Context: an optimization exercise on an open-source flow, tuned for small area, a short achievable clock period and few clock cycles per item. The choices shown serve that exercise and are no tape-out recipe. In this exercise RTL edits were held to simulation tests only and were not proved equivalent to the original.

==> trial 91 <==
Design zrf_hdr_dec, start of the top module:
module zrf_hdr_dec (
    input  wire         clk,
    input  wire         rst,           
    input  wire         in_valid,
    output wire         in_ready,
    input  wire [146:0] in_bits,       
    input  wire         exp_side,
    input  wire [3:0]   exp_layer,
    input  wire [2:0]   exp_spot,
    input  wire [23:0]  exp_rb,
    input  wire [5:0]   exp_frame,
    input  wire         chk_frame,     
    output reg          out_valid,
    input  wire         out_ready,
    output reg  [63:0]  out_info,      
    output reg  [1:0]   out_nerr,      
    output reg          out_fail,      
    output reg          out_match      
);
    localparam [3:0]  LAM   = 4'd9;
    localparam [63:0] INV16 = 64'h834a5c2f67bde910;    
    function automatic [3:0] gf16_mul(input [3:0] a, input [3:0] b);
        reg [6:0] p;
        begin
            p = ({7{b[0]}} & {3'd0, a}) ^ ({7{b[1]}} & {2'd0, a, 1'b0})
              ^ ({7{b[2]}} & {1'd0, a, 2'd0}) ^ ({7{b[3]}} & {a, 3'd0});
            gf16_mul = p[3:0] ^ {p[6:4], 1'b0} ^ {1'b0, p[6:4]};
        end
    endfunction
    function automatic [7:0] c_mul(input [7:0] a, input [7:0] b);
        reg [3:0] m0, m1, m2;
        begin
            m1 = gf16_mul(a[7:4], b[7:4]);
            m0 = gf16_mul(a[3:0], b[3:0]);
            m2 = gf16_mul(a[7:4] ^ a[3:0], b[7:4] ^ b[3:0]);
            c_mul = {m2 ^ m0, gf16_mul(m1, LAM) ^ m0};
        end
    endfunction
    function automatic [7:0] c_div(input [7:0] b, input [7:0] a);
        reg [3:0] d, di;
        reg [7:0] p;
        begin
            d  = gf16_mul(gf16_mul(a[7:4], a[7:4]), LAM) ^ gf16_mul(a[7:4], a[3:0])
               ^ gf16_mul(a[3:0], a[3:0]);
            di = INV16[4*d +: 4];
            p  = c_mul(b, {a[7:4], a[3:0] ^ a[7:4]});
            c_div = {gf16_mul(p[7:4], di), gf16_mul(p[3:0], di)};
        end
    endfunction
    reg adv_q;                  
    reg rdy_q;                  
    reg ov_q;                   
    reg v1_q, v2_q, v3_q;       
    reg sk_valid;               
    assign in_ready = rdy_q;
  ...
Settings: LEC_CHECK=0, CAP_MARGIN=20, CORE_MARGIN=2, CORE_UTILIZATION=70, CTS_BUF_LIST=sky130_fd_sc_hd__clkbuf_8 sky130_fd_sc_hd__clkbuf_16, CTS_CLUSTER_DIAMETER=100, CTS_CLUSTER_SIZE=20, PLACE_DENSITY=0.85, SLEW_MARGIN=20, SYNTH_HIERARCHICAL=1, SYNTH_MINIMUM_KEEP_SIZE=0; clock period 18.0 ns.
standard.sh (not shown) runs the stock make flow with config.mk's settings and CLKGATE_MAP_FILE= SYNTH_SCRIPT=/design/flow/synth_recipe.tcl, a recipe that flattens the netlist after the stock synthesis.
==> flow/flow/run.sh <==
#!/bin/bash
# The standard layout (the standard.sh, standard synthesis included), with
# two changes: the port buffers that global placement inserts are buf_2 cells
# instead of the default clkdlybuf4s50_1, and timing repair aims for 13.25 ns of
# setup slack at the design's 18 ns clock, so that it also sizes the paths
# that set the achieved period.
set -euo pipefail
bash standard.sh BUFFER_PORTS_ARGS="-buffer_cell sky130_fd_sc_hd__buf_2" SETUP_SLACK_MARGIN=13.25 > standard.log 2>&1
==> build 62: changes against trial 91 <==
==> flow/flow/run.sh (replaced) <==
#!/bin/bash
# The standard layout (the standard.sh, standard synthesis included), with
# two changes: the port buffers that global placement inserts are buf_2 cells
# instead of the default clkdlybuf4s50_1, and timing repair aims for 13.2 ns of
# setup slack at the design's 18 ns clock, so that it also sizes the paths
# that set the achieved period.
set -euo pipefail
bash standard.sh BUFFER_PORTS_ARGS="-buffer_cell sky130_fd_sc_hd__buf_2" SETUP_SLACK_MARGIN=13.2 > standard.log 2>&1
--- a/flow/config.mk
+++ b/flow/config.mk
@@ -8,9 +8,8 @@
 export CAP_MARGIN = 20
 export CORE_MARGIN = 2
-export CORE_UTILIZATION = 70
+export CORE_UTILIZATION = 40
 export CTS_BUF_LIST = sky130_fd_sc_hd__clkbuf_8 sky130_fd_sc_hd__clkbuf_16
 export CTS_CLUSTER_DIAMETER = 100
 export CTS_CLUSTER_SIZE = 20
-export PLACE_DENSITY = 0.85
 export SLEW_MARGIN = 20
 export SYNTH_HIERARCHICAL = 1
==> out/metrics.yaml <==
global_routing:
  globalRouteTotalUtil_pct: 38.1
die:
  die_x_um: 238
  die_height_um: 238
run_status:
  outcome: "no timing/DRC/antenna violations"
sta:
  worst_clock_skew_on_the_final_layout_ns: 0.0256
  minimum_setup_slack_in_the_final_design_ns: 13.21
layout:
  mostFrequentLayoutCells: "1123 x sky130_fd_sc_hd__xor2_1, 490 x sky130_fd_sc_hd__edfxtp_1, 410 x sky130_fd_sc_hd__xnor2_1"
  nets: 4189
clock_tree:
  cts-buffers-inserted: 37
setup_path:
  setup.worst_path.end: "out_match"
# the run above: trial 91

==> out/metrics.yaml <==
run_status:
  outcome: "no timing/DRC/antenna violations"
sta:
  worst_clock_skew_on_the_final_layout_ns: 0.0214
  minimum_setup_slack_in_the_final_design_ns: 13.13
die:
  die_x_um: 313
  die_height_um: 313
layout:
  mostFrequentLayoutCells: "1120 x sky130_fd_sc_hd__xor2_1, 490 x sky130_fd_sc_hd__edfxtp_1, 412 x sky130_fd_sc_hd__xnor2_1"
global_routing:
  globalRouteTotalUtil_pct: 22.2
setup_path:
  setup.worst_path.end: "out_info[4]"
clock_tree:
  cts-buffers-inserted: 36
# the run above: build 62

Testbench counts of trial 91, summed over its fixed seeds: cycles 2,432, items 2,400.
Testbench counts of build 62, summed over its fixed seeds: cycles 2,432, items 2,400.

## port drivers added, routing unchanged
How much do the figures lean on ideal ports? The routed layouts below were timed once more, with nothing changed but the port constraints. Step 1 assumes that a clkbuf_16 drives the clock port and a buf_2 every other input. Step 2 adds t to the input delays and takes it off the output delays; t is the mean of the earliest and latest rising clock arrival at the registers after step 1. Input paths then give back, and output paths get back, about the clock's delay inside the block. a / b / c = no drivers / after step 1 / after step 2; a / b = the first two.
run	t, ns	setup slack, ns	slew at the worst register clock pin (ns)
trial 91	0.638	13.206 / 13.139 / 13.083	0.09 / 0.09
build 62	0.629	13.134 / 13.071 / 13.046	0.08 / 0.08
After both steps every run listed still meets setup and hold. For trial 91, which loses most, drivers alone change the setup slack by -0.067 ns; drivers and shift together by -0.123 ns.
